This is an optimization exercise on Yosys and OpenROAD, whose aim is small area, a short achievable clock period and few clock cycles per item, not a production implementation.
No run shown here included a check of the RTL's function; only the layout flow was run.

==> design/flow/design.v <==
module aes_sbox (
    input  wire [7:0] a,
    output wire [7:0] y
);
    wire t0, t1, t2, t3, t4, t5, t6, t7, t8, t9, t10, t11, t12, t13, t14, t15, t16, t17, t18, t19, t20, t21, t22, t23, t24, t25, t26, t27, t28, t29, t30, M1, M2, M3, M4, M5, M6, M7, M8, M9, M10, M11, M12, M13, M14, M15, M16, M17, M18, M19, M20, M21, M22, M23, M46, M47, M48, M49, M50, M51, M52, M53, M54, M55, M56, M57, M58, M59, M60, M61, M62, M63, b0, b1, b2, b3, b4, b5, b6, b7, b8, b9, b10, b11, b12, b13, b14, b15, b16, b17, b18, b19, b20, b21, b22, b23, b24, b25, b26, b27, b28, b29, b30, b31, b32, b33, b34, b35, b36, M37, M38, M39, M40, M41, M42, M43, M44, M45;
    sx2 g0 (.a(a[1]), .b(a[3]), .y(t0));
    sx2 g1 (.a(a[5]), .b(a[6]), .y(t1));
    sx2 g2 (.a(a[2]), .b(a[7]), .y(t2));
    sx2 g3 (.a(a[0]), .b(t1), .y(t3));
    sx2 g4 (.a(a[4]), .b(a[7]), .y(t4));
    sx2 g5 (.a(t0), .b(t4), .y(t5));
    sx2 g6 (.a(a[6]), .b(t0), .y(t6));
    sx2 g7 (.a(a[5]), .b(t2), .y(t7));
    sx2 g8 (.a(a[2]), .b(a[4]), .y(t8));
    sx2 g9 (.a(a[2]), .b(a[5]), .y(t9));
    sx2 g10 (.a(a[1]), .b(a[4]), .y(t10));
    sx2 g11 (.a(a[1]), .b(a[7]), .y(t11));
    sx2 g12 (.a(a[0]), .b(a[2]), .y(t12));
    sx2 g13 (.a(t2), .b(t10), .y(t13));
    sx2 g14 (.a(a[4]), .b(t2), .y(t14));
    sx2 g15 (.a(a[1]), .b(t2), .y(t15));
    sx2 g16 (.a(t1), .b(t8), .y(t16));
    sx2 g17 (.a(t0), .b(t9), .y(t17));
    sx2 g18 (.a(a[3]), .b(t7), .y(t18));
    sx2 g19 (.a(a[0]), .b(t5), .y(t19));
    sx2 g20 (.a(a[4]), .b(t7), .y(t20));
    sx2 g21 (.a(t1), .b(t5), .y(t21));
    sx2 g22 (.a(t3), .b(t15), .y(t22));
    sx2 g23 (.a(t6), .b(t14), .y(t23));
    sx2 g24 (.a(t0), .b(t7), .y(t24));
    sx2 g25 (.a(a[2]), .b(t6), .y(t25));
    sx2 g26 (.a(t0), .b(t16), .y(t26));
    sx2 g27 (.a(t6), .b(t12), .y(t27));
    sx2 g28 (.a(a[7]), .b(t3), .y(t28));
    sx2 g29 (.a(a[1]), .b(t3), .y(t29));
    sx2 g30 (.a(a[4]), .b(t3), .y(t30));
    snand2 g31 (.a(t13), .b(t5), .y(M1));
    snand2 g32 (.a(t22), .b(t19), .y(M2));
    sxn2 g33 (.a(t23), .b(M1), .y(M3));
    snand2 g34 (.a(t30), .b(a[0]), .y(M4));
    sx2 g35 (.a(M4), .b(M1), .y(M5));
    snand2 g36 (.a(t11), .b(t17), .y(M6));
    snand2 g37 (.a(t29), .b(t3), .y(M7));
    sxn2 g38 (.a(t18), .b(M6), .y(M8));
    snand2 g39 (.a(t28), .b(t27), .y(M9));
    sx2 g40 (.a(M9), .b(M6), .y(M10));
    snand2 g41 (.a(t4), .b(t25), .y(M11));
    snand2 g42 (.a(t8), .b(t20), .y(M12));
    sx2 g43 (.a(M12), .b(M11), .y(M13));
    snand2 g44 (.a(t2), .b(t21), .y(M14));
    sx2 g45 (.a(M14), .b(M11), .y(M15));
    sxn2 g46 (.a(M3), .b(M2), .y(M16));
    sx2 g47 (.a(M5), .b(t26), .y(M17));
    sxn2 g48 (.a(M8), .b(M7), .y(M18));
    sx2 g49 (.a(M10), .b(M15), .y(M19));
    sx2 g50 (.a(M16), .b(M13), .y(M20));
    sx2 g51 (.a(M17), .b(M15), .y(M21));
    sx2 g52 (.a(M18), .b(M13), .y(M22));
    sx2 g53 (.a(M19), .b(t24), .y(M23));
    gf16_inv_0000_000000000 u_inv (.d({M23, M22, M21, M20}), .m({M45, M44, M43, M42, M41, M40, M39, M38, M37}));
    snand2 g54 (.a(M44), .b(t5), .y(M46));
    snand2 g55 (.a(M40), .b(t19), .y(M47));
    snand2 g56 (.a(M39), .b(a[0]), .y(M48));
    snand2 g57 (.a(M43), .b(t17), .y(M49));
    snand2 g58 (.a(M38), .b(t3), .y(M50));
    snand2 g59 (.a(M37), .b(t27), .y(M51));
    snand2 g60 (.a(M42), .b(t25), .y(M52));
    snand2 g61 (.a(M45), .b(t20), .y(M53));
    snand2 g62 (.a(M41), .b(t21), .y(M54));
    snand2 g63 (.a(M44), .b(t13), .y(M55));
    snand2 g64 (.a(M40), .b(t22), .y(M56));
    snand2 g65 (.a(M39), .b(t30), .y(M57));
    snand2 g66 (.a(M43), .b(t11), .y(M58));
    snand2 g67 (.a(M38), .b(t29), .y(M59));
    snand2 g68 (.a(M37), .b(t28), .y(M60));
    snand2 g69 (.a(M42), .b(t4), .y(M61));
    snand2 g70 (.a(M45), .b(t8), .y(M62));
    snand2 g71 (.a(M41), .b(t2), .y(M63));
    sx2 g72 (.a(M56), .b(M61), .y(b0));
    sxn2 g73 (.a(M62), .b(b0), .y(b1));
    sx2 g74 (.a(M46), .b(M49), .y(b2));
    sx2 g75 (.a(M54), .b(M58), .y(b3));
    sx2 g76 (.a(M50), .b(M53), .y(b4));
    sx2 g77 (.a(M48), .b(M60), .y(b5));
    sx2 g78 (.a(M51), .b(M59), .y(b6));
    sx2 g79 (.a(M47), .b(M50), .y(b7));
    sxn2 g80 (.a(M55), .b(b7), .y(b8));
    sx2 g81 (.a(M46), .b(M52), .y(b9));
    sxn2 g82 (.a(M61), .b(b6), .y(b10));
    sxn2 g83 (.a(M62), .b(b10), .y(b11));
    sx2 g84 (.a(b3), .b(b5), .y(b12));
    sxn2 g85 (.a(M55), .b(b1), .y(b13));
    sx2 g86 (.a(M48), .b(M51), .y(b14));
    sx2 g87 (.a(M61), .b(M63), .y(b15));
    sx2 g88 (.a(M48), .b(M58), .y(b16));
    sx2 g89 (.a(M49), .b(M52), .y(b17));
    sxn2 g90 (.a(M57), .b(b2), .y(b18));
    sx2 g91 (.a(M47), .b(M53), .y(b19));
    sx2 g92 (.a(b2), .b(b8), .y(b20));
    sx2 g93 (.a(b8), .b(b14), .y(b21));
    sx2 g94 (.a(b9), .b(b15), .y(b22));
    sx2 g95 (.a(b2), .b(b16), .y(b23));
    sxn2 g96 (.a(b12), .b(b22), .y(b24));
    sxn2 g97 (.a(b11), .b(b23), .y(b25));
    sx2 g98 (.a(b1), .b(b21), .y(b26));
    sx2 g99 (.a(b4), .b(b17), .y(b27));
    sx2 g100 (.a(b1), .b(b12), .y(b28));
    sx2 g101 (.a(b4), .b(b11), .y(b29));
    sx2 g102 (.a(b9), .b(b19), .y(b30));
    sx2 g103 (.a(b1), .b(b20), .y(b31));
    sx2 g104 (.a(b4), .b(b18), .y(b32));
    sxn2 g105 (.a(b13), .b(b30), .y(b33));
    sx2 g106 (.a(b28), .b(b32), .y(b34));
    sxn2 g107 (.a(b3), .b(b29), .y(b35));
    sx2 g108 (.a(b13), .b(b27), .y(b36));
    assign y[7] = b36;
    assign y[6] = b33;
    assign y[5] = b24;
    assign y[4] = b31;
    assign y[3] = b26;
    assign y[2] = b34;
    assign y[1] = b35;
    assign y[0] = b25;
endmodule
module sx2 (input wire a, input wire b, output wire y);
    assign y = a ^ b;
endmodule
module sxn2 (input wire a, input wire b, output wire y);
    assign y = ~(a ^ b);
endmodule
module snand2 (input wire a, input wire b, output wire y);
    assign y = ~(a & b);
endmodule
module snor2 (input wire a, input wire b, output wire y);
    assign y = ~(a | b);
endmodule
module skx (input wire a, input wire g, input wire s, output wire y);
    assign y = a ^ (g & s);
endmodule
module gf16_inv_0000_000000000 (
    input  wire [3:0] d,
    output wire [8:0] m
);
    assign m[0] = (d[0] & d[1]) | (d[1] & ~d[3]) | (d[0] & ~d[2] & d[3]) | (d[0] & d[2] & ~d[3]);
    assign m[1] = (d[1] & d[2]) | (~d[0] & d[1]) | (d[0] & d[2] & d[3]) | (d[0] & ~d[1] & ~d[2] & ~d[3]);
    assign m[2] = (~d[1] & d[3]) | (d[2] & d[3]) | (~d[0] & d[1] & d[2]) | (d[0] & ~d[1] & d[2]);
    assign m[3] = (~d[2] & d[3]) | (d[0] & d[3]) | (d[0] & d[1] & d[2]) | (~d[0] & ~d[1] & d[2] & ~d[3]);
    assign m[4] = (~d[0] & d[1] & ~d[3]) | (~d[1] & ~d[2] & d[3]) | (~d[0] & d[1] & d[2]) | (d[0] & ~d[1] & ~d[2]) | (d[0] & ~d[2] & d[3]) | (~d[0] & d[2] & ~d[3]);
    assign m[5] = (d[0] & d[1] & ~d[2]) | (~d[1] & d[2] & d[3]) | (~d[0] & ~d[1] & d[3]) | (d[0] & d[1] & ~d[3]) | (d[1] & ~d[2] & ~d[3]) | (~d[0] & d[2] & d[3]);
    assign m[6] = (d[0] & ~d[1]) | (d[0] & ~d[2]) | (~d[0] & d[1] & d[3]);
    assign m[7] = (~d[0] & d[2]) | (d[2] & ~d[3]) | (d[1] & ~d[2] & d[3]);
    assign m[8] = (~d[1] & d[2] & d[3]) | (d[0] & d[1] & ~d[3]) | (d[0] & ~d[1] & ~d[2]) | (~d[0] & d[2] & ~d[3]);
endmodule
module gf16_inv_0000_111110011 (
    input  wire [3:0] d,
    output wire [8:0] m
);
    assign m[0] = (~d[0] & ~d[1]) | (~d[0] & d[3]) | (~d[1] & ~d[2] & ~d[3]) | (~d[1] & d[2] & d[3]);
    assign m[1] = (~d[0] & ~d[1]) | (d[0] & d[1] & ~d[2]) | (~d[1] & ~d[2] & d[3]) | (~d[1] & d[2] & ~d[3]);
    assign m[2] = (d[1] & ~d[2]) | (~d[2] & ~d[3]) | (~d[0] & ~d[1] & ~d[3]) | (d[0] & d[1] & ~d[3]);
    assign m[3] = (~d[2] & ~d[3]) | (~d[0] & d[1] & ~d[3]) | (~d[0] & d[2] & d[3]) | (d[0] & ~d[1] & ~d[3]);
    assign m[4] = (d[0] & d[2]) | (~d[1] & d[2] & d[3]) | (d[0] & d[1] & ~d[3]) | (~d[0] & d[1] & ~d[2] & d[3]) | (~d[0] & ~d[1] & ~d[2] & ~d[3]);
    assign m[5] = (d[0] & d[1] & ~d[2]) | (~d[1] & d[2] & d[3]) | (~d[0] & ~d[1] & d[3]) | (d[0] & d[1] & ~d[3]) | (d[1] & ~d[2] & ~d[3]) | (~d[0] & d[2] & d[3]);
    assign m[6] = (d[0] & ~d[1]) | (d[0] & ~d[2]) | (~d[0] & d[1] & d[3]);
    assign m[7] = (~d[2] & ~d[3]) | (~d[1] & ~d[2]) | (d[0] & d[2] & d[3]);
    assign m[8] = (d[1] & d[3]) | (~d[0] & ~d[2]) | (d[0] & ~d[1] & d[2] & ~d[3]);
endmodule
module aes_inv_sbox (
    input  wire [7:0] a,
    output wire [7:0] y
);
    wire t0, t1, t2, t3, t4, t5, t6, t7, t8, t9, t10, t11, t12, t13, t14, t15, t16, t17, t18, t19, t20, t21, t22, t23, t24, t25, t26, t27, t28, t29, M1, M2, M3, M4, M5, M6, M7, M8, M9, M10, M11, M12, M13, M14, M15, M16, M17, M18, M19, M20, M21, M22, M23, M46, M47, M48, M49, M50, M51, M52, M53, M54, M55, M56, M57, M58, M59, M60, M61, M62, M63, b0, b1, b2, b3, b4, b5, b6, b7, b8, b9, b10, b11, b12, b13, b14, b15, b16, b17, b18, b19, b20, b21, b22, b23, b24, b25, b26, b27, b28, b29, b30, b31, b32, b33, b34, b35, b36, b37, b38, b39, M37, M38, M39, M40, M41, M42, M43, M44, M45;
    sx2 g0 (.a(a[4]), .b(a[6]), .y(t0));
    sx2 g1 (.a(a[0]), .b(a[1]), .y(t1));
    sx2 g2 (.a(a[3]), .b(a[4]), .y(t2));
    sx2 g3 (.a(a[3]), .b(a[6]), .y(t3));
    sx2 g4 (.a(a[2]), .b(a[7]), .y(t4));
    sx2 g5 (.a(t0), .b(t1), .y(t5));
    sx2 g6 (.a(a[6]), .b(a[7]), .y(t6));
    sx2 g7 (.a(a[7]), .b(t0), .y(t7));
    sx2 g8 (.a(t1), .b(t3), .y(t8));
    sx2 g9 (.a(a[0]), .b(a[7]), .y(t9));
    sx2 g10 (.a(a[1]), .b(a[2]), .y(t10));
    sx2 g11 (.a(a[0]), .b(a[5]), .y(t11));
    sx2 g12 (.a(a[0]), .b(a[3]), .y(t12));
    sx2 g13 (.a(a[1]), .b(a[5]), .y(t13));
    sx2 g14 (.a(a[2]), .b(a[5]), .y(t14));
    sxn2 g15 (.a(a[4]), .b(a[7]), .y(t15));
    sx2 g16 (.a(a[5]), .b(t4), .y(t16));
    sx2 g17 (.a(t1), .b(t2), .y(t17));
    sx2 g18 (.a(t1), .b(t6), .y(t18));
    sxn2 g19 (.a(t3), .b(t9), .y(t19));
    sx2 g20 (.a(t2), .b(t10), .y(t20));
    sx2 g21 (.a(a[5]), .b(t2), .y(t21));
    sx2 g22 (.a(a[0]), .b(t2), .y(t22));
    sx2 g23 (.a(t0), .b(t11), .y(t23));
    sxn2 g24 (.a(t3), .b(t13), .y(t24));
    sxn2 g25 (.a(t0), .b(t14), .y(t25));
    sxn2 g26 (.a(t4), .b(t5), .y(t26));
    sx2 g27 (.a(t4), .b(t8), .y(t27));
    sxn2 g28 (.a(a[5]), .b(t5), .y(t28));
    sx2 g29 (.a(a[3]), .b(t7), .y(t29));
    snor2 g30 (.a(t18), .b(t25), .y(M1));
    snor2 g31 (.a(t15), .b(t7), .y(M2));
    sxn2 g32 (.a(t27), .b(M1), .y(M3));
    snor2 g33 (.a(t5), .b(t16), .y(M4));
    sx2 g34 (.a(M4), .b(M1), .y(M5));
    snand2 g35 (.a(t17), .b(t24), .y(M6));
    snor2 g36 (.a(t0), .b(t22), .y(M7));
    sx2 g37 (.a(t23), .b(M6), .y(M8));
    snor2 g38 (.a(t8), .b(t28), .y(M9));
    sxn2 g39 (.a(M9), .b(M6), .y(M10));
    snand2 g40 (.a(t2), .b(t26), .y(M11));
    snor2 g41 (.a(t29), .b(t20), .y(M12));
    sxn2 g42 (.a(M12), .b(M11), .y(M13));
    snor2 g43 (.a(t6), .b(t19), .y(M14));
    sxn2 g44 (.a(M14), .b(M11), .y(M15));
    sx2 g45 (.a(M3), .b(M2), .y(M16));
    sxn2 g46 (.a(M5), .b(t12), .y(M17));
    sx2 g47 (.a(M8), .b(M7), .y(M18));
    sx2 g48 (.a(M10), .b(M15), .y(M19));
    sx2 g49 (.a(M16), .b(M13), .y(M20));
    sx2 g50 (.a(M17), .b(M15), .y(M21));
    sx2 g51 (.a(M18), .b(M13), .y(M22));
    sxn2 g52 (.a(M19), .b(t21), .y(M23));
    gf16_inv_0000_111110011 u_inv (.d({M23, M22, M21, M20}), .m({M45, M44, M43, M42, M41, M40, M39, M38, M37}));
    snor2 g53 (.a(M44), .b(t25), .y(M46));
    snor2 g54 (.a(M40), .b(t7), .y(M47));
    snor2 g55 (.a(M39), .b(t16), .y(M48));
    snand2 g56 (.a(M43), .b(t24), .y(M49));
    snor2 g57 (.a(M38), .b(t22), .y(M50));
    snor2 g58 (.a(M37), .b(t28), .y(M51));
    snand2 g59 (.a(M42), .b(t26), .y(M52));
    snor2 g60 (.a(M45), .b(t20), .y(M53));
    snor2 g61 (.a(M41), .b(t19), .y(M54));
    snor2 g62 (.a(M44), .b(t18), .y(M55));
    snor2 g63 (.a(M40), .b(t15), .y(M56));
    snor2 g64 (.a(M39), .b(t5), .y(M57));
    snand2 g65 (.a(M43), .b(t17), .y(M58));
    snor2 g66 (.a(M38), .b(t0), .y(M59));
    snor2 g67 (.a(M37), .b(t8), .y(M60));
    snand2 g68 (.a(M42), .b(t2), .y(M61));
    snor2 g69 (.a(M45), .b(t29), .y(M62));
    snor2 g70 (.a(M41), .b(t6), .y(M63));
    sx2 g71 (.a(M52), .b(M61), .y(b0));
    sx2 g72 (.a(M50), .b(b0), .y(b1));
    sxn2 g73 (.a(M54), .b(M58), .y(b2));
    sx2 g74 (.a(M62), .b(b2), .y(b3));
    sx2 g75 (.a(M59), .b(b1), .y(b4));
    sx2 g76 (.a(M48), .b(M56), .y(b5));
    sx2 g77 (.a(M47), .b(M60), .y(b6));
    sx2 g78 (.a(b5), .b(b6), .y(b7));
    sx2 g79 (.a(M57), .b(M63), .y(b8));
    sx2 g80 (.a(M46), .b(M51), .y(b9));
    sxn2 g81 (.a(M49), .b(b7), .y(b10));
    sx2 g82 (.a(M51), .b(M59), .y(b11));
    sx2 g83 (.a(M48), .b(M59), .y(b12));
    sx2 g84 (.a(M55), .b(M63), .y(b13));
    sx2 g85 (.a(M49), .b(M58), .y(b14));
    sxn2 g86 (.a(M58), .b(b5), .y(b15));
    sxn2 g87 (.a(M49), .b(b11), .y(b16));
    sxn2 g88 (.a(M55), .b(M61), .y(b17));
    sx2 g89 (.a(M46), .b(b12), .y(b18));
    sx2 g90 (.a(b8), .b(b15), .y(b19));
    sx2 g91 (.a(M47), .b(b9), .y(b20));
    sx2 g92 (.a(M53), .b(b14), .y(b21));
    sx2 g93 (.a(b0), .b(b16), .y(b22));
    sx2 g94 (.a(b0), .b(b18), .y(b23));
    sx2 g95 (.a(M53), .b(b9), .y(b24));
    sx2 g96 (.a(M54), .b(b13), .y(b25));
    sx2 g97 (.a(b8), .b(b17), .y(b26));
    sx2 g98 (.a(M57), .b(b3), .y(b27));
    sx2 g99 (.a(b10), .b(b25), .y(b28));
    sx2 g100 (.a(M62), .b(b21), .y(b29));
    sx2 g101 (.a(b1), .b(b10), .y(b30));
    sx2 g102 (.a(b19), .b(b24), .y(b31));
    sx2 g103 (.a(b3), .b(b22), .y(b32));
    sx2 g104 (.a(b3), .b(b20), .y(b33));
    sx2 g105 (.a(b3), .b(b23), .y(b34));
    sx2 g106 (.a(b4), .b(b28), .y(b35));
    sx2 g107 (.a(b4), .b(b31), .y(b36));
    sx2 g108 (.a(b4), .b(b33), .y(b37));
    sx2 g109 (.a(b4), .b(b29), .y(b38));
    sx2 g110 (.a(b27), .b(b30), .y(b39));
    assign y[7] = b32;
    assign y[6] = b35;
    assign y[5] = b39;
    assign y[4] = b34;
    assign y[3] = b36;
    assign y[2] = b37;
    assign y[1] = b38;
    assign y[0] = b26;
endmodule
module aes_inv_mixcol (
    input  wire [31:0] c,
    output wire [31:0] y
);
    wire m0, m1, m2, m3, m4, m5, m6, m7, m8, m9, m10, m11, m12, m13, m14, m15, m16, m17, m18, m19, m20, m21, m22, m23, m24, m25, m26, m27, m28, m29, m30, m31, m32, m33, m34, m35, m36, m37, m38, m39, m40, m41, m42, m43, m44, m45, m46, m47, m48, m49, m50, m51, m52, m53, m54, m55, m56, m57, m58, m59, m60, m61, m62, m63, m64, m65, m66, m67, m68, m69, m70, m71, m72, m73, m74, m75, m76, m77, m78, m79, m80, m81, m82, m83, m84, m85, m86, m87, m88, m89, m90, m91, m92, m93, m94, m95, m96, m97, m98, m99, m100, m101, m102, m103, m104, m105, m106, m107, m108, m109, m110, m111, m112, m113, m114, m115, m116, m117, m118, m119, m120, m121, m122, m123, m124, m125, m126, m127, m128, m129, m130, m131, m132, m133, m134, m135, m136, m137, m138, m139, m140, m141, m142, m143, m144, m145, m146, m147, m148, m149, m150, m151, m152, m153, m154, m155, m156, m157, m158, m159, m160, m161, m162, m163, m164, m165, m166, m167, m168, m169, m170, m171, m172, m173, m174, m175;
    sx2 x0 (.a(c[5]), .b(c[21]), .y(m0));
    sx2 x1 (.a(c[13]), .b(c[29]), .y(m1));
    sx2 x2 (.a(c[6]), .b(c[22]), .y(m2));
    sx2 x3 (.a(c[14]), .b(c[30]), .y(m3));
    sx2 x4 (.a(m0), .b(m1), .y(m4));
    sx2 x5 (.a(c[15]), .b(c[31]), .y(m5));
    sx2 x6 (.a(c[23]), .b(c[27]), .y(m6));
    sx2 x7 (.a(c[7]), .b(c[11]), .y(m7));
    sx2 x8 (.a(c[18]), .b(m3), .y(m8));
    sx2 x9 (.a(c[26]), .b(m2), .y(m9));
    sx2 x10 (.a(c[8]), .b(m4), .y(m10));
    sx2 x11 (.a(c[4]), .b(c[20]), .y(m11));
    sx2 x12 (.a(c[0]), .b(c[16]), .y(m12));
    sx2 x13 (.a(c[1]), .b(c[17]), .y(m13));
    sx2 x14 (.a(c[3]), .b(c[19]), .y(m14));
    sx2 x15 (.a(c[9]), .b(c[25]), .y(m15));
    sx2 x16 (.a(c[12]), .b(c[28]), .y(m16));
    sx2 x17 (.a(c[2]), .b(c[10]), .y(m17));
    sx2 x18 (.a(m6), .b(m7), .y(m18));
    sx2 x19 (.a(m5), .b(m14), .y(m19));
    sx2 x20 (.a(m8), .b(m9), .y(m20));
    sx2 x21 (.a(c[23]), .b(c[24]), .y(m21));
    sx2 x22 (.a(c[24]), .b(m12), .y(m22));
    sx2 x23 (.a(m4), .b(m15), .y(m23));
    sx2 x24 (.a(c[15]), .b(m13), .y(m24));
    sx2 x25 (.a(m11), .b(m16), .y(m25));
    sx2 x26 (.a(m18), .b(m19), .y(m26));
    sx2 x27 (.a(m17), .b(m20), .y(m27));
    sx2 x28 (.a(m10), .b(m22), .y(m28));
    sx2 x29 (.a(c[7]), .b(c[31]), .y(m29));
    sx2 x30 (.a(c[3]), .b(c[31]), .y(m30));
    sx2 x31 (.a(c[7]), .b(c[15]), .y(m31));
    sx2 x32 (.a(m2), .b(m21), .y(m32));
    sx2 x33 (.a(c[31]), .b(m3), .y(m33));
    sx2 x34 (.a(m13), .b(m30), .y(m34));
    sx2 x35 (.a(c[19]), .b(m24), .y(m35));
    sx2 x36 (.a(c[23]), .b(m25), .y(m36));
    sx2 x37 (.a(c[7]), .b(c[8]), .y(m37));
    sx2 x38 (.a(m3), .b(m11), .y(m38));
    sx2 x39 (.a(c[10]), .b(m11), .y(m39));
    sx2 x40 (.a(m14), .b(m15), .y(m40));
    sx2 x41 (.a(m2), .b(m29), .y(m41));
    sx2 x42 (.a(c[2]), .b(m16), .y(m42));
    sx2 x43 (.a(m2), .b(m16), .y(m43));
    sx2 x44 (.a(m3), .b(m31), .y(m44));
    sx2 x45 (.a(m5), .b(m12), .y(m45));
    sx2 x46 (.a(m0), .b(m5), .y(m46));
    sx2 x47 (.a(c[17]), .b(m17), .y(m47));
    sx2 x48 (.a(m0), .b(m18), .y(m48));
    sx2 x49 (.a(m8), .b(m42), .y(m49));
    sx2 x50 (.a(m1), .b(m19), .y(m50));
    sx2 x51 (.a(m7), .b(m34), .y(m51));
    sx2 x52 (.a(m9), .b(m39), .y(m52));
    sx2 x53 (.a(m23), .b(m52), .y(m53));
    sx2 x54 (.a(m23), .b(m49), .y(m54));
    sx2 x55 (.a(c[5]), .b(c[12]), .y(m55));
    sx2 x56 (.a(c[14]), .b(c[21]), .y(m56));
    sx2 x57 (.a(c[13]), .b(c[28]), .y(m57));
    sx2 x58 (.a(c[6]), .b(c[30]), .y(m58));
    sx2 x59 (.a(c[6]), .b(c[21]), .y(m59));
    sx2 x60 (.a(c[1]), .b(c[9]), .y(m60));
    sx2 x61 (.a(c[12]), .b(c[29]), .y(m61));
    sx2 x62 (.a(c[21]), .b(c[28]), .y(m62));
    sx2 x63 (.a(c[15]), .b(c[26]), .y(m63));
    sx2 x64 (.a(c[5]), .b(c[29]), .y(m64));
    sx2 x65 (.a(c[10]), .b(c[25]), .y(m65));
    sx2 x66 (.a(c[7]), .b(c[14]), .y(m66));
    sx2 x67 (.a(c[22]), .b(c[30]), .y(m67));
    sx2 x68 (.a(c[13]), .b(c[30]), .y(m68));
    sx2 x69 (.a(c[16]), .b(c[24]), .y(m69));
    sx2 x70 (.a(c[10]), .b(c[18]), .y(m70));
    sx2 x71 (.a(c[0]), .b(c[25]), .y(m71));
    sx2 x72 (.a(c[6]), .b(c[14]), .y(m72));
    sx2 x73 (.a(c[0]), .b(c[15]), .y(m73));
    sx2 x74 (.a(c[2]), .b(c[11]), .y(m74));
    sx2 x75 (.a(c[1]), .b(c[16]), .y(m75));
    sx2 x76 (.a(c[0]), .b(c[17]), .y(m76));
    sx2 x77 (.a(c[9]), .b(c[16]), .y(m77));
    sx2 x78 (.a(c[27]), .b(m2), .y(m78));
    sx2 x79 (.a(m21), .b(m37), .y(m79));
    sx2 x80 (.a(c[22]), .b(m66), .y(m80));
    sx2 x81 (.a(c[12]), .b(m6), .y(m81));
    sx2 x82 (.a(c[25]), .b(m37), .y(m82));
    sx2 x83 (.a(m1), .b(m67), .y(m83));
    sx2 x84 (.a(c[20]), .b(m6), .y(m84));
    sx2 x85 (.a(c[20]), .b(m55), .y(m85));
    sx2 x86 (.a(m6), .b(m17), .y(m86));
    sx2 x87 (.a(m1), .b(m29), .y(m87));
    sx2 x88 (.a(c[4]), .b(m62), .y(m88));
    sx2 x89 (.a(c[2]), .b(m60), .y(m89));
    sx2 x90 (.a(c[23]), .b(m12), .y(m90));
    sx2 x91 (.a(c[20]), .b(m57), .y(m91));
    sx2 x92 (.a(c[13]), .b(m59), .y(m92));
    sx2 x93 (.a(c[4]), .b(m61), .y(m93));
    sx2 x94 (.a(c[22]), .b(m64), .y(m94));
    sx2 x95 (.a(c[29]), .b(m56), .y(m95));
    sx2 x96 (.a(m13), .b(m71), .y(m96));
    sx2 x97 (.a(c[5]), .b(m68), .y(m97));
    sx2 x98 (.a(c[9]), .b(m3), .y(m98));
    sx2 x99 (.a(m15), .b(m75), .y(m99));
    sx2 x100 (.a(m21), .b(m76), .y(m100));
    sx2 x101 (.a(c[4]), .b(m7), .y(m101));
    sx2 x102 (.a(m7), .b(m63), .y(m102));
    sx2 x103 (.a(m6), .b(m74), .y(m103));
    sx2 x104 (.a(c[1]), .b(m65), .y(m104));
    sx2 x105 (.a(m8), .b(m102), .y(m105));
    sx2 x106 (.a(m8), .b(m47), .y(m106));
    sx2 x107 (.a(m79), .b(m89), .y(m107));
    sx2 x108 (.a(m33), .b(m40), .y(m108));
    sx2 x109 (.a(m38), .b(m94), .y(m109));
    sx2 x110 (.a(m32), .b(m73), .y(m110));
    sx2 x111 (.a(m41), .b(m69), .y(m111));
    sx2 x112 (.a(m4), .b(m24), .y(m112));
    sx2 x113 (.a(m4), .b(m22), .y(m113));
    sx2 x114 (.a(m9), .b(m45), .y(m114));
    sx2 x115 (.a(m33), .b(m90), .y(m115));
    sx2 x116 (.a(m31), .b(m83), .y(m116));
    sx2 x117 (.a(m47), .b(m98), .y(m117));
    sx2 x118 (.a(m70), .b(m78), .y(m118));
    sx2 x119 (.a(m38), .b(m92), .y(m119));
    sx2 x120 (.a(m33), .b(m100), .y(m120));
    sx2 x121 (.a(m41), .b(m96), .y(m121));
    sx2 x122 (.a(m32), .b(m82), .y(m122));
    sx2 x123 (.a(m43), .b(m95), .y(m123));
    sx2 x124 (.a(m46), .b(m80), .y(m124));
    sx2 x125 (.a(m43), .b(m97), .y(m125));
    sx2 x126 (.a(m32), .b(m77), .y(m126));
    sx2 x127 (.a(m46), .b(m58), .y(m127));
    sx2 x128 (.a(m72), .b(m87), .y(m128));
    sx2 x129 (.a(m45), .b(m104), .y(m129));
    sx2 x130 (.a(m44), .b(m99), .y(m130));
    sx2 x131 (.a(m34), .b(m84), .y(m131));
    sx2 x132 (.a(m9), .b(m103), .y(m132));
    sx2 x133 (.a(m23), .b(m120), .y(m133));
    sx2 x134 (.a(m36), .b(m127), .y(m134));
    sx2 x135 (.a(m114), .b(m117), .y(m135));
    sx2 x136 (.a(m36), .b(m128), .y(m136));
    sx2 x137 (.a(m35), .b(m81), .y(m137));
    sx2 x138 (.a(m26), .b(m109), .y(m138));
    sx2 x139 (.a(m25), .b(m124), .y(m139));
    sx2 x140 (.a(m20), .b(m129), .y(m140));
    sx2 x141 (.a(m50), .b(m85), .y(m141));
    sx2 x142 (.a(m10), .b(m121), .y(m142));
    sx2 x143 (.a(m35), .b(m132), .y(m143));
    sx2 x144 (.a(m48), .b(m93), .y(m144));
    sx2 x145 (.a(m10), .b(m110), .y(m145));
    sx2 x146 (.a(m86), .b(m108), .y(m146));
    sx2 x147 (.a(m10), .b(m111), .y(m147));
    sx2 x148 (.a(c[28]), .b(m51), .y(m148));
    sx2 x149 (.a(m50), .b(m88), .y(m149));
    sx2 x150 (.a(m10), .b(m130), .y(m150));
    sx2 x151 (.a(m112), .b(m126), .y(m151));
    sx2 x152 (.a(m40), .b(m105), .y(m152));
    sx2 x153 (.a(m20), .b(m107), .y(m153));
    sx2 x154 (.a(m51), .b(m118), .y(m154));
    sx2 x155 (.a(m26), .b(m119), .y(m155));
    sx2 x156 (.a(m36), .b(m116), .y(m156));
    sx2 x157 (.a(m26), .b(m125), .y(m157));
    sx2 x158 (.a(m35), .b(m101), .y(m158));
    sx2 x159 (.a(m48), .b(m91), .y(m159));
    sx2 x160 (.a(m106), .b(m122), .y(m160));
    sx2 x161 (.a(m10), .b(m115), .y(m161));
    sx2 x162 (.a(m44), .b(m113), .y(m162));
    sx2 x163 (.a(m26), .b(m123), .y(m163));
    sx2 x164 (.a(m28), .b(m152), .y(m164));
    sx2 x165 (.a(m28), .b(m154), .y(m165));
    sx2 x166 (.a(m27), .b(m149), .y(m166));
    sx2 x167 (.a(m53), .b(m148), .y(m167));
    sx2 x168 (.a(m53), .b(m137), .y(m168));
    sx2 x169 (.a(m27), .b(m141), .y(m169));
    sx2 x170 (.a(m27), .b(m159), .y(m170));
    sx2 x171 (.a(m27), .b(m144), .y(m171));
    sx2 x172 (.a(m28), .b(m143), .y(m172));
    sx2 x173 (.a(m54), .b(m158), .y(m173));
    sx2 x174 (.a(m54), .b(m131), .y(m174));
    sx2 x175 (.a(m28), .b(m146), .y(m175));
    assign y[0] = m147;
    assign y[1] = m133;
    assign y[2] = m140;
    assign y[3] = m172;
    assign y[4] = m174;
    assign y[5] = m166;
    assign y[6] = m138;
    assign y[7] = m134;
    assign y[8] = m162;
    assign y[9] = m142;
    assign y[10] = m153;
    assign y[11] = m175;
    assign y[12] = m167;
    assign y[13] = m171;
    assign y[14] = m157;
    assign y[15] = m136;
    assign y[16] = m145;
    assign y[17] = m150;
    assign y[18] = m135;
    assign y[19] = m165;
    assign y[20] = m173;
    assign y[21] = m169;
    assign y[22] = m155;
    assign y[23] = m139;
    assign y[24] = m161;
    assign y[25] = m151;
    assign y[26] = m160;
    assign y[27] = m164;
    assign y[28] = m168;
    assign y[29] = m170;
    assign y[30] = m163;
    assign y[31] = m156;
endmodule
module kw_unwrap (
    input  wire         clk,
    input  wire         rst,       
    input  wire         start,     
    input  wire [127:0] kek,       
    input  wire [191:0] wrapped,   
    output wire         busy,
    output wire         done,      
    output wire         ok,        
    output wire [127:0] key        
);
    localparam [63:0] KW_IV = 64'hA6A6A6A6A6A6A6A6;
    reg         busy_r;
    reg         done_r;
    reg         kexp;     
    reg         first;    
    reg         step12;   
    reg [3:0]   rnd;      
    reg [3:0]   t;        
    reg [127:0] st;       
    reg [63:0]  ro;       
    reg [127:0] rk;       
    reg [127:0] kl;       
    wire accept = start && !busy_r;
    genvar gb, gc, gr;
    wire last   = !kexp && (rnd == 4'd0);
    assign busy = busy_r;
    assign done = done_r;
    assign ok   = (st[127:64] == KW_IV);
    assign key  = {st[63:0], ro};
    wire [31:0]  w0 = rk[127:96];
    wire [31:0]  w1 = rk[95:64];
    wire [31:0]  w2 = rk[63:32];
    wire [31:0]  w3 = rk[31:0];
    wire [31:0]  v3 = w3 ^ w2;    
    wire [31:0]  v2 = w2 ^ w1;
    wire [31:0]  v1 = w1 ^ w0;
    wire [31:0]  rot = {v3[23:0], v3[31:24]};
    wire [31:0]  sw_out;
    generate
        for (gb = 0; gb < 4; gb = gb + 1) begin : g_sbox
            aes_sbox u_sbox (.a(rot[8*gb +: 8]), .y(sw_out[8*gb +: 8]));
        end
    endgenerate
    wire [9:0]   rd = {rnd == 4'd9, rnd == 4'd8, rnd == 4'd7, rnd == 4'd6, rnd == 4'd5,
                       rnd == 4'd4, rnd == 4'd3, rnd == 4'd2, rnd == 4'd1, rnd == 4'd0};
    wire [7:0]   rcon = {rd[7], rd[6], rd[5] | rd[9], rd[4] | rd[8] | rd[9],
                         rd[3] | rd[8], rd[2] | rd[9], rd[1] | rd[8] | rd[9], rd[0] | rd[8]};
    wire [31:0]  rc  = {rcon, 24'h000000};
    wire         fin = kexp && (rnd == 4'd9);    
    wire [31:0]  e0  = w0 ^ rc;
    wire [31:0]  n0;                              
    wire [127:0] key_step;                        
    wire [31:0]  e1  = v1 ^ (rc & {32{kexp}});
    wire [31:0]  e2  = v2 ^ (e0 & {32{kexp}});
    wire [31:0]  e3  = v3 ^ ((v2 ^ e0) & {32{fin}});
    generate
        for (gb = 0; gb < 32; gb = gb + 1) begin : g_kstep
            sx2 u_n0 (.a(e0[gb]), .b(sw_out[gb]), .y(n0[gb]));
            skx u_n1 (.a(e1[gb]), .g(kexp), .s(sw_out[gb]), .y(key_step[64 + gb]));
            skx u_n2 (.a(e2[gb]), .g(kexp), .s(sw_out[gb]), .y(key_step[32 + gb]));
            skx u_n3 (.a(e3[gb]), .g(fin),  .s(sw_out[gb]), .y(key_step[gb]));
        end
    endgenerate
    assign key_step[127:96] = n0;
    wire [127:0] key_prev = {n0, v1, v2, v3};
    wire [127:0] blk = (step12 ? {kl[127:64] ^ 64'd12, kl[63:0]}
                               : {st[127:64] ^ {60'd0, t}, ro}) ^ rk;
    wire [127:0] imc;
    generate
        for (gc = 0; gc < 4; gc = gc + 1) begin : g_imc
            aes_inv_mixcol u_imc (.c(st[32*gc +: 32]), .y(imc[32*gc +: 32]));
        end
    endgenerate
    wire [127:0] x = first ? blk : imc;
    wire [127:0] isr;
    generate
        for (gc = 0; gc < 4; gc = gc + 1) begin : g_col
            for (gr = 0; gr < 4; gr = gr + 1) begin : g_row
                assign isr[127 - 8*(gr + 4*((gc + gr) % 4)) -: 8] =
                       x[127 - 8*(gr + 4*gc) -: 8];
            end
        end
    endgenerate
    wire [127:0] isb;
    generate
        for (gb = 0; gb < 16; gb = gb + 1) begin : g_isbox
            aes_inv_sbox u_isbox (.a(isr[8*gb +: 8]), .y(isb[8*gb +: 8]));
        end
    endgenerate
    wire [127:0] ark = isb ^ key_prev;
    always @(posedge clk) begin
        if (rst) begin
            busy_r <= 1'b0;
            done_r <= 1'b0;
            kexp   <= 1'b0;
            first  <= 1'b0;
            step12 <= 1'b0;
        end else begin
            done_r <= 1'b0;
            if (accept) begin
                busy_r <= 1'b1;
                kexp   <= 1'b1;
                first  <= 1'b0;
                step12 <= 1'b1;
                rnd    <= 4'd0;
                t      <= 4'd12;
            end else if (busy_r) begin
                if (kexp) begin
                    if (rnd == 4'd9) begin
                        kexp  <= 1'b0;
                        first <= 1'b1;
                    end else begin
                        rnd <= rnd + 4'd1;
                    end
                end else begin
                    first <= (rnd == 4'd0) && (t != 4'd1);
                    if (rnd == 4'd0) begin
                        rnd    <= 4'd9;
                        t      <= t - 4'd1;
                        step12 <= 1'b0;
                        if (t == 4'd1) begin
                            busy_r <= 1'b0;
                            done_r <= 1'b1;
                        end
                    end else begin
                        rnd <= rnd - 4'd1;
                    end
                end
            end
        end
    end
    always @(posedge clk) begin
        if (accept)
            rk <= {kek[127:32], kek[63:32] ^ kek[31:0]};
        else if (last)
            rk <= kl;
        else
            rk <= key_step;
    end
    always @(posedge clk) begin
        if (accept)
            kl <= {wrapped[191:128], wrapped[63:0]};
        else if (first && step12)
            kl <= rk;
    end
    always @(posedge clk) begin
        st <= ark;
        if (accept)
            ro <= wrapped[127:64];
        else if (first && !step12)
            ro <= st[63:0];
    end
endmodule
==> design/flow/flow/run.sh <==
#!/bin/bash
# The standard layout (the standard.sh: ORFS synthesis to finish), with
# two changes in how it is made:
#  - the port buffers that global placement inserts on every input and
#    output are the smallest buffer (buf_1) instead of clkdlybuf4s50_1;
#  - clock tree synthesis inserts no dummy loads.
# ORFS writes each step's full log under orfs/logs/; make's own output goes
# to flow.log here.
set -euo pipefail
export BUFFER_PORTS_ARGS="-buffer_cell sky130_fd_sc_hd__buf_1"
export CTS_ARGS="-sink_clustering_enable -repair_clock_nets -dont_use_dummy_load"
bash standard.sh finish > flow.log 2>&1
==> design/flow/standard.sh <==
#!/bin/bash
# synth_recipe.tcl (not shown) runs the flow's synth.tcl, then flattens the netlist and writes it again
# the make line also repeats each setting of config.mk as NAME=value (left out here)
make -C /OpenROAD-flow-scripts/flow DESIGN_CONFIG=/design/flow/config.mk WORK_HOME=/design/flow/orfs CLKGATE_MAP_FILE= SYNTH_SCRIPT=/design/flow/synth_recipe.tcl "${@:-finish}"
==> design/flow/config.mk <==
export PLATFORM = sky130hd
export DESIGN_NAME = kw_unwrap
export DESIGN_NICKNAME = kw_unwrap
export VERILOG_FILES = /design/flow/design.v
export SDC_FILE = /design/flow/constraint.sdc
export NUM_CORES = 8
export LEC_CHECK = 0
export CAP_MARGIN = 20
export CORE_MARGIN = 2
export CORE_UTILIZATION = 25
export SETUP_SLACK_MARGIN = 1.5
export SLEW_MARGIN = 20
export SYNTH_HIERARCHICAL = 1
==> design/flow/constraint.sdc <==
create_clock -name core_clock -period 8.0 [get_ports {clk}]
set_input_delay 1.6000 -clock core_clock [delete_from_list [all_inputs] [get_ports {clk}]]
set_output_delay 1.6000 -clock core_clock [all_outputs]
set_load 0.01 [all_outputs]
==> results.yml, run 1 <==
synthesis:
  synth_seq_cells: 461
  synth_warnings: 7
  netlist_top_cells_count: "xor2_1 (2,252), nand2_1 (1,107), xnor2_1 (748)"
  synth_area_leaders: "xor2_1 (35%), xnor2_1 (12%), edfxtp_1 (11%), dfxtp_1 (9.2%), nand2_1 (7.3%)"
  synth.distinct_cells: 66
  syn_area_per_cell_um2: 8.35
  synth_area_leader_cell: "xor2_1"
  yosysMostFrequentCell: "xor2_1"
  synth-async-reset-ratio_pct: 0
  synthCells: 6778
  syn_nets: 7107
  synth_flop_cell: "dfxtp_1"
  ys_seq_area_share_pct: 19.8
  netlist_area_um2: 56600
  synth_top_area_share_pct: 34.8
  synth_edf_count: 200
placed_design:
  dpl.hpwl_mm: 199
  routabilityCongestion: 1.01
  placed_area_um2: 59900
  place_ws_ns: 0.290
  portBuffers: 453
clock_tree:
  cts_buffers: 57
  tritoncts: "built"
  clk_latency_ns: 0.74
  cts.sink_count: 461
  htreeDepth: 2
  cts-root-buf: "clkbuf_16"
  hold_buffers: 0
  clkSlewWorstSetupHoldPaths_ns: 0.06
  clockBufferDepth: 3
detailed_routing:
  num_vias: 46100
  drt-initial-drc-count: 3825
  wl_per_cell_um: 24.1
  via_per_inst: 4.61
  ant_nets: 0
  routed_wirelength_mm: 241
  drt-pass1-iter-count: 6
  drc: 0
worst_setup_path:
  rr_startpoint: "st[5]"
  cp-start-kind: "flop"
  cp_top_family: "XOR/XNOR gates"
  cp.required_ns: 8.60
  crit_path_end_kind: "flop"
  crit_type: "flop to flop"
  critPathBufInv: 2
  crit_start: "st[5]"
  slowest_delay_ns: 0.48
  cp_cell_sequence: "xor2_2 -> xor2_2 -> buf_4 -> xor2_1 -> buf_4 -> xor2_2 -> xor2_1 -> mux2_2 -> xor2_2 -> xnor2_1 -> nand2_1 -> xor2_1 -> xor2_1 -> xor2_4 -> nand3b_1 -> a21oi_1 -> a211oi_2 -> nand2_1 -> xor2_2 -> xor2_2 -> xor2_2 -> xor2_1 -> xor2_1"
  reg2reg_setup_slack_ns: 1.63
  critPathArrivalTime_ns: 6.97
  cpMostUsedCell: "xor2_2"
  path_max_fanout: 10
  cp_slowest_cell: "dfxtp_4"
floorplan:
  ioPinCount: 454
  coreArea_um2: 225000
  fp.dieW_um: 480
  start_util_pct: 25.2
  dieArea_um2: 230000
  num_rows: 174
  die_h_um: 480
grt:
  track_usage_pct: 19.9
  grt_pass1_vias: 45800
  overflow: 0
  grt_pass1_wl_mm: 332
  grt_max_degree: 125
  grt_antenna_before_repair: 37
sta:
  rsz0062_at_grt: "yes"
  setup_viol: 0
  finClkSkew_ns: 0.0877
  worst_slew_pin_slew_ns: 1.01
  setup_tns_ns: 0
  period_share_pct: 79.7
  period_needed_ns: 6.37
  hold_viol_final: 0
  slew_violations: 0
  max_freq_ghz: 0.157
  setup_slack_ns: 1.63
  slew-limit-headroom_pct: 32.7
run:
  max_cap_viol_count: 0
hold_path:
  worstHoldStart: "kl[81]"
  hold_path_class: "flop to flop"
final_layout:
  layout.nets: 7337
  design_area_um2: 64500
  synthToLayoutAreaGrowth_pct: 14.0
  drive_gt1_share_pct: 13.1
outcome:
  outcome: "finished clean"
==> registers in the layout, indices dropped and copies added, names as in the netlist <==
signal / count
busy_r: 1
t: 4
done_r: 1
ro: 64
first: 1
st: 128
kl: 128
rnd: 4
kexp: 1
rk: 128
step12: 1
==> cell type report <==
cell class                      instances  area (um^2)
Tap cell                             2992         3740
Clock buffer                           57         1430
Fill cell                           23800       160000
Sequential cell                       461        11300
Antenna cell                            7         17.5
Timing Repair Buffer                  770         4150
Inverter                               40          150
Multi-Input combinational cell       5678        43800
==> per-layer routing <==
| metal | global-route usage, % | wire length, um | share of wire [%] | up-vias |
|---|---|---|---|---|
| met2 | 32.1 | 109000 | 45 | 1796 |
| met1 | 23.7 | 94900 | 39 | 22200 |
| met3 | 2.74 | 13500 | 5.6 | 558 |
| li1 | - | - | - | 21500 |
| met4 | 16.2 | 22800 | 9.5 | 40 |
| met5 | 0 | 268 | 0.11 | - |
==> stage by stage <==
| stage | util (%) | instances | hold slack [ns] |
|---|---|---|---|
| 2_1_floorplan | - | 6778 | 0.511 |
| 3_3_place_gp | 26.6 | 9877 | 0.529 |
| 3_5_place_dp | 26.6 | 9877 | 0.539 |
| 4_1_cts | 27.9 | 9966 | 0.538 |
| 5_1_grt | 28.7 | 10000 | 0.578 |
| 6_report | 28.7 | 10000 | 0.538 |
==> worst register-to-register path: stages (launching register included) <==
cell,delay (ns)
dfxtp_4,0.48
xor2_2,0.32
xor2_2,0.23
buf_4,0.17
xor2_1,0.17
buf_4,0.20
xor2_2,0.29
xor2_1,0.27
mux2_2,0.33
xor2_2,0.28
xnor2_1,0.23
nand2_1,0.18
xor2_1,0.24
xor2_1,0.37
xor2_4,0.29
nand3b_1,0.19
a21oi_1,0.10
a211oi_2,0.30
nand2_1,0.17
xor2_2,0.31
xor2_2,0.27
xor2_2,0.31
xor2_1,0.37
xor2_1,0.22
==> per-module statistics from Yosys, one instance, submodules excluded, excerpt <==
module / cells / flops+latches
aes_inv_sbox: 8 / 0
aes_sbox: 8 / 0
gf16_inv_0000_000000000: 37 / 0
skx: 2 / 0
snand2: 1 / 0
sx2: 1 / 0
==> timing repair <==
action                                  CTS  global route
endpoints found under the setup margin  145           200
resized for setup                       148           232
pin swaps                                18            35
cloned                                    0             0
setup buffers                            32            32
==> logic make-up (layout without fill, tap and decap cells) <==
group	Yosys count	after routing	share of synthesized area [%]
flip-flops	461	461	19.8
XOR/XNOR	3004	3004	46.5
AO/OA/AOI/OAI	498	498	5.57
adder cells (fa/ha/maj)	6	6	0.133
AND/OR/NAND/NOR	1787	1787	13.3
multiplexers	383	383	7.05
buffers and inverters	639	867	7.61
other	0	7	0
==> final timing paths <==
kind / to / depth (start not counted)
setup / recovery: st[74] / 23
hold / removal: rk[81] / 2
setup reg to reg: st[74] / 23
hold reg to reg: rk[81] / 2
==> cell usage in the layout, fill, tap and decap left out, drive strengths merged, types with 25 or more instances in the layout <==
cell,Yosys,routed
xnor2,750,750
xor2,2253,2253
edfxtp,200,200
buf,512,770
o21ai,203,203
nor2b,54,54
clkbuf,87,57
nor2,421,421
mux2i,258,258
inv,40,40
a21oi,112,112
mux2,125,125
nand2b,62,62
nand3b,39,39
nand2,1107,1107
nand3,25,25
dfxtp,261,261
==> inputs of run 2 (changes only) <==
==> design/flow/flow/run.sh (replaced) <==
#!/bin/bash
# The standard layout (the standard.sh: ORFS synthesis to finish), with
# these changes in how it is made:
#  - the port buffers that global placement inserts on every input and
#    output are the smallest buffer (buf_1) instead of clkdlybuf4s50_1;
#  - clock tree synthesis inserts no dummy loads;
#  - after floorplanning, the flip-flops of the round state (st) get a
#    stronger drive (same cell type, dfxtp_1 -> dfxtp_4): they drive the
#    InvMixColumns network at the start of the critical loop.
# ORFS writes each step's full log under orfs/logs/; make's output goes to
# flow_*.log and the resizing step's to upsize.log, all in this folder.
set -euo pipefail
export BUFFER_PORTS_ARGS="-buffer_cell sky130_fd_sc_hd__buf_1"
export CTS_ARGS="-sink_clustering_enable -repair_clock_nets -dont_use_dummy_load"
bash standard.sh floorplan > flow_floorplan.log 2>&1
odb=orfs/results/$FLOW_PLATFORM/kw_unwrap/base/2_floorplan.odb
ODB=$odb openroad -no_init -exit flow/upsize.tcl > upsize.log 2>&1
bash standard.sh finish > flow_finish.log 2>&1
==> design/flow/flow/upsize.tcl (new file) <==
# Give the state flip-flops st[*] the 4x drive version of their cell.
read_db $::env(ODB)
set db [ord::get_db]
set block [[$db getChip] getBlock]
set n 0
foreach inst [$block getInsts] {
  set name [$inst getName]
  set m [[$inst getMaster] getName]
  if {[string first "st\\\[" $name] == 0 && $m eq "sky130_fd_sc_hd__dfxtp_1"} {
    $inst swapMaster [$db findMaster sky130_fd_sc_hd__dfxtp_4]
    incr n
  }
}
puts "resized $n flip-flops"
write_db $::env(ODB)
==> results.yml, run 2 <==
sta:
  period_needed_ns: 6.41
  slew-limit-headroom_pct: 23.1
  setup_viol: 0
  rsz0062_at_grt: "yes"
  finClkSkew_ns: 0.0519
  worst_slew_pin_slew_ns: 1.14
  setup_tns_ns: 0
  worst_hold_slack_ns: 0.556
  slew_violations: 0
  period_share_pct: 80.2
  max_freq_ghz: 0.156
  hold_viol_final: 0
grt:
  grt_max_degree: 126
  grt_antenna_before_repair: 19
  track_usage_pct: 19.8
  grt_pass1_wl_mm: 329
  grt_pass1_vias: 44800
  overflow: 0
worst_setup_path:
  cp-start-kind: "flop"
  crit_type: "flop to flop"
  reg2reg_to: "rk[46]"
  reg2reg_setup_slack_ns: 1.59
  crit_path_end_kind: "flop"
  r2r.worst_path.cells: 22
  cp-endpoint: "rk[46]"
  cp.required_ns: 8.59
  critPathArrivalTime_ns: 7.01
  crit_start: "rk[37]"
  path_max_fanout: 11
  rr_startpoint: "rk[37]"
synthesis:
  synth_area_leaders: "xor2_1 (35%), xnor2_1 (12%), edfxtp_1 (11%), dfxtp_1 (9.2%), nand2_1 (7.3%)"
  syn_area_per_cell_um2: 8.35
  synth_flop_cell: "dfxtp_1"
  netlist_area_um2: 56600
  yosysMostFrequentCell: "xor2_1"
  synthCells: 6778
  synth_top_area_share_pct: 34.8
  synth_edf_count: 200
  netlist_top_cells_count: "xor2_1 (2,252), nand2_1 (1,107), xnor2_1 (748)"
  synth_warnings: 7
  synth.distinct_cells: 66
  synth_area_leader_cell: "xor2_1"
  syn_nets: 7107
  synth-async-reset-ratio_pct: 0
  synth_seq_cells: 461
  ys_seq_area_share_pct: 19.8
final_layout:
  drive_gt1_share_pct: 13.8
  mostFrequentLayoutCells: "xor2_1 (2,000), nand2_1 (1,104), xnor2_1 (686)"
  synthToLayoutAreaGrowth_pct: 14.5
  layout.nets: 7256
  fillers: 24000
  reg_top3: "kl x128, rk x128, st x128"
  multi_input_area_um2: 44100
  final_common_cell: "xor2_1"
  area.sequential_um2: 11700
clock_tree:
  cts-root-buf: "clkbuf_16"
  clk_latency_ns: 0.70
  htreeDepth: 2
  tritoncts: "built"
  cts.sink_count: 461
  hold_buffers: 0
  clockBufferDepth: 3
  cts_buffers: 59
  clkSlewWorstSetupHoldPaths_ns: 0.06
placed_design:
  dpl.hpwl_mm: 197
  routabilityCongestion: 0.998
  portBuffers: 453
outcome:
  outcome: "finished clean"
detailed_routing:
  via_per_inst: 4.63
  wl_per_cell_um: 24.1
  drt-pass1-iter-count: 5
  drt-initial-drc-count: 3754
  ant_nets: 0
  num_vias: 45900
  drc: 0
  routed_wirelength_mm: 239
floorplan:
  coreArea_um2: 225000
  start_util_pct: 25.2
  num_rows: 174
  ioPinCount: 454
  dieArea_um2: 230000
  die_h_um: 480
  fp.dieW_um: 480
hold_path:
  hold_path_class: "flop to flop"
  worstHoldStart: "kl[18]"
run:
  max_cap_viol_count: 0
==> run 2: changes by cell type in the layout (fill, tap and decap cells not counted), sizes merged <==
cell,before,now
diode,7,1
buf,770,687
clkbuf,57,59
==> run 2: final cells by class <==
class / instances / area share [%]
inverters: 40 / 0.232
well taps: 2992 / 5.78
diodes: 1 / 0.00386
clock buffers: 59 / 2.28
repair buffers: 687 / 5.58
flip-flops and latches: 461 / 18.1
multi-input cells: 5678 / 68.0
==> run 2: critical path: stages (launching register included) <==
cell	delay, ns
dfxtp_1	0.66
xnor2_2	0.25
inv_1	0.16
xor2_1	0.42
xor2_2	0.43
xor2_1	0.29
nand2_1	0.11
xor2_1	0.20
xor2_1	0.35
xor2_4	0.37
nand2b_1	0.24
a21oi_1	0.10
a211oi_2	0.30
nand2_1	0.19
xor2_1	0.24
xnor2_2	0.39
xnor2_1	0.19
xnor2_1	0.31
buf_4	0.22
nand2_1	0.09
xnor2_1	0.33
mux2i_1	0.25
o21ai_1	0.21
==> run 2: kinds of logic after synthesis <==
kind of cell             count (synthesis)  share of synthesized area [%]
AND/OR/NAND/NOR                       1787                           13.3
multiplexers                           383                           7.05
adder cells (fa/ha/maj)                  6                          0.133
XOR/XNOR                              3004                           46.5
flip-flops                             461                           19.8
AO/OA/AOI/OAI                          498                           5.57
buffers and inverters                  639                           7.61
==> run 2: worst min-delay path by stage <==
stage,slack (ns),depth (start not counted),endpoint
finish,0.56,2,rk[18]
global route,0.58,2,rk[33]
CTS,0.56,2,rk[52]
detailed placement,0.54,2,rk[105]
global placement,0.53,2,rk[71]
floorplan,0.51,2,rk[32]
==> run 2: per-module statistics from Yosys (local to each module, per instance) <==
module | times used | flip-flops and latches | area [um^2]
gf16_inv_0000_000000000 | 4 | 0 | 233
skx | 96 | 0 | 12.5
aes_sbox | 4 | 0 | 60.1
gf16_inv_0000_111110011 | 16 | 0 | 235
aes_inv_mixcol | 4 | 0 | 240
sxn2 | 328 | 0 | 8.76
kw_unwrap | 1 | 461 | 25400
aes_inv_sbox | 16 | 0 | 60.1
sx2 | 2080 | 0 | 8.76
snand2 | 204 | 0 | 3.75
snor2 | 336 | 0 | 3.75
==> run 2: metrics by stage <==
stage	instances	setup WS [ns]	utilization (%)	area [um^2]
after floorplan	6778	1.77	-	56600
after global placement	9797	0.678	26.6	59900
after detailed placement	9797	0.509	26.6	59900
after CTS	9877	1.38	27.8	62600
after global routing	9918	1.34	28.8	64800
final	9918	1.59	28.8	64800
==> run 2: layer usage <==
layer  up-vias  track usage [%]  wire length [um]
met4        24             13.1             18400
met5         -                0               138
met3       471             2.61             15100
li1      21400                -                 -
met1     22200             25.3             99400
met2      1825             31.0            106000
==> run 2: what timing repair did <==
item / 4_1_cts / 5_1_grt
hold endpoints to repair: 0 / 0
pin swaps: 16 / 43
resized for setup: 142 / 241
setup endpoints to repair: 190 / 204
setup buffers: 21 / 40
==> inputs of run 3 (changes only) <==
--- a/design/flow/config.mk
+++ b/design/flow/config.mk
@@ -8,5 +8,5 @@
 export CAP_MARGIN = 20
 export CORE_MARGIN = 2
-export CORE_UTILIZATION = 25
+export CORE_UTILIZATION = 26
 export SETUP_SLACK_MARGIN = 1.5
 export SLEW_MARGIN = 20
==> results.yml, run 3 <==
worst_setup_path:
  cp.required_ns: 8.55
  cp-start-kind: "flop"
  critPathArrivalTime_ns: 6.85
  crit_type: "flop to flop"
  path_max_fanout: 11
  rr_startpoint: "st[61]"
  reg2reg_to: "st[109]"
  r2r.worst_path.cells: 25
  reg2reg_setup_slack_ns: 1.70
  crit_path_end_kind: "flop"
floorplan:
  coreArea_um2: 217000
  fp.dieW_um: 471
  ioPinCount: 454
  dieArea_um2: 222000
  num_rows: 171
  die_h_um: 471
  start_util_pct: 26.1
grt:
  track_usage_pct: 20.5
  grt_max_degree: 153
  grt_antenna_before_repair: 32
  grt_pass1_wl_mm: 330
  overflow: 0
  grt_pass1_vias: 44900
final_layout:
  layout.nets: 7285
  drive_gt1_share_pct: 13.8
  final_common_cell: "xor2_1"
  mostFrequentLayoutCells: "xor2_1 (2,012), nand2_1 (1,106), xnor2_1 (698)"
  instances_no_fill: 9818
  synthToLayoutAreaGrowth_pct: 14.0
  area.sequential_um2: 11700
  multi_input_area_um2: 43800
  fillers: 23000
  reg_top3: "kl x128, rk x128, st x128"
hold_path:
  hold_path_depth: 2
  hold_path_class: "flop to flop"
  worstHoldStart: "kl[19]"
  min_to: "rk[19]"
synthesis:
  synthAdderAreaFrac_pct: 0.133
  synth_seq_cells: 461
  synth_edf_count: 200
  synth_compound_area_share_pct: 5.57
  synth_area_leaders: "xor2_1 (35%), xnor2_1 (12%), edfxtp_1 (11%), dfxtp_1 (9.2%), nand2_1 (7.3%)"
  synth_top_family_by_area: "XOR/XNOR gates"
  synthCells: 6778
  syn_area_per_cell_um2: 8.35
  synth_flop_cell: "dfxtp_1"
  synth-async-reset-ratio_pct: 0
  synth_warnings: 7
  synth-simple-area-share_pct: 13.3
  yosysMostFrequentCell: "xor2_1"
  synth.distinct_cells: 66
  synth.area.mux_share_pct: 7.05
  synth_xor_area_share_pct: 46.5
  netlist_area_um2: 56600
  ys_seq_area_share_pct: 19.8
  synth_top_area_share_pct: 34.8
  synth_area_leader_cell: "xor2_1"
  netlist_top_cells_count: "xor2_1 (2,252), nand2_1 (1,107), xnor2_1 (748)"
  syn_nets: 7107
clock_tree:
  clkSlewWorstSetupHoldPaths_ns: 0.06
  cts-root-buf: "clkbuf_16"
  htreeDepth: 2
  clk_latency_ns: 0.73
  cts_buffers: 61
  tritoncts: "built"
  cts.sink_count: 461
  clockBufferDepth: 3
  hold_buffers: 0
detailed_routing:
  drt-initial-drc-count: 4001
  drt-pass1-iter-count: 5
  via_per_inst: 4.65
  drc: 0
  ant_nets: 0
  num_vias: 45700
  routed_wirelength_mm: 238
  wl_per_cell_um: 24.3
sta:
  slew-limit-headroom_pct: 23.7
  setup_tns_ns: 0
  period_needed_ns: 6.30
  slew_violations: 0
  setup_slack_ns: 1.70
  finClkSkew_ns: 0.0979
  rsz0062_at_grt: "yes"
  worst_slew_pin_slew_ns: 1.15
  setup_viol: 0
  max_freq_ghz: 0.159
  hold_viol_final: 0
  period_share_pct: 78.7
placed_design:
  routabilityCongestion: 0.991
  dpl.hpwl_mm: 196
  dp.cells: 9679
  portBuffers: 453
  place_ws_ns: 0.312
outcome:
  outcome: "finished clean"
run:
  max_cap_viol_count: 0
==> run 3: cell types whose count changed in the layout (fill, tap and decap cells not counted), sizes merged <==
cell / before / now
buf: 687 / 714
diode: 1 / 10
clkbuf: 59 / 61
==> run 3: per-stage QoR <==
step / instance area (um^2) / hold WS (ns) / util (%)
after floorplan: 56600 / 0.511 / -
after global placement: 59800 / 0.535 / 27.6
after detailed placement: 59800 / 0.547 / 27.6
after CTS: 62500 / 0.548 / 28.8
after global routing: 64500 / 0.574 / 29.8
final: 64500 / 0.552 / 29.8
==> run 3: how the worst max path moves through the flow <==
stage / start / end / slack, ns / cells after the start
6_report: st[61] / st[109] / 1.70 / 25
5_1_grt: st[61] / st[109] / 1.42 / 25
4_1_cts: st[61] / st[109] / 1.45 / 23
3_5_place_dp: st[77] / st[54] / 0.31 / 21
3_3_place_gp: st[77] / st[54] / 0.51 / 21
2_1_floorplan: st[93] / st[102] / 1.77 / 24
==> run 3: area by class of cell <==
cell class              count  area share (%)
clock buffers              61            2.37
inverters                  40           0.233
multi-input cells        5678            67.8
repair buffers            714            5.83
flip-flops and latches    461            18.2
diodes                     10          0.0388
well taps                2854            5.53
==> run 3: per-layer routing <==
layer,share of wire [%],vias up,track usage (%)
li1,-,21400,-
met1,41,22000,25.7
met2,44,1718,32.4
met3,6.4,519,3.16
met4,8.0,52,13.8
met5,0.14,-,0
==> run 3: repair_timing <==
action,in CTS,in global routing
setup endpoints to repair,167,187
gates resized for setup,123,217
pin swaps,17,28
hold endpoints to repair,0,0
buffers inserted,31,37
==> run 3: cells by family after synthesis <==
logic type	after synthesis
multiplexers	383
AND/OR/NAND/NOR	1787
flip-flops	461
AO/OA/AOI/OAI	498
adder cells (fa/ha/maj)	6
XOR/XNOR	3004
buffers and inverters	639
==> run 3: worst max-delay path, stage by stage, from the launching register on <==
cell and delay (ns):
dfxtp_4 0.48, xor2_1 0.17, buf_4 0.20, xor2_4 0.29, xor2_1 0.19, buf_4 0.21
xor2_2 0.26, buf_4 0.20, xor2_1 0.23, mux2_4 0.29, xor2_4 0.30, xor2_1 0.27
nand2_1 0.14, xor2_1 0.19, xor2_1 0.26, xor2_2 0.26, buf_4 0.22, a21oi_1 0.07
o21a_1 0.19, nor2_1 0.20, xor2_1 0.27, xor2_1 0.30, xnor2_2 0.18, xor2_1 0.20
xor2_1 0.22, xor2_1 0.26
==> run 3: per-module statistics from Yosys (local to each module, per instance), a selection <==
module	area (um^2)	flip-flops and latches
aes_inv_sbox	60.1	0
gf16_inv_0000_111110011	235	0
kw_unwrap	25400	461
aes_inv_mixcol	240	0
sx2	8.76	0
gf16_inv_0000_000000000	233	0

## what the ideal ports hide
In the flow no input, the clock included, has a driving cell. The finished layouts below were timed again as built, in two steps.
Step 1 (the two cells are an assumption about what drives the block):
set clk [get_ports {clk}]
set_driving_cell -lib_cell sky130_fd_sc_hd__clkbuf_16 $clk
set_driving_cell -lib_cell sky130_fd_sc_hd__buf_2 [delete_from_list [all_inputs] $clk]
Step 2 moves the port delays by t, midway between the first and last clock arrival at a register: inputs arrive t later, outputs are due t later. That takes back most of the time a late clock gives input paths.
Three values: ideal ports, drivers, drivers and shift; two values: the first two.
run	t, ns	slack for setup (ns)	worst setup path at the end	clock arrival spread, ns	worst slew at a driven data input, ns
run 1	0.786	1.625 / 1.625 / 1.625	register to register	0.088 / 0.088	0.16
run 2	0.750	1.587 / 1.587 / 1.587	register to register	0.058 / 0.059	0.18
run 3	0.764	1.704 / 1.704 / 1.704	register to register	0.098 / 0.098	0.14
After both steps every run listed still meets setup and hold.
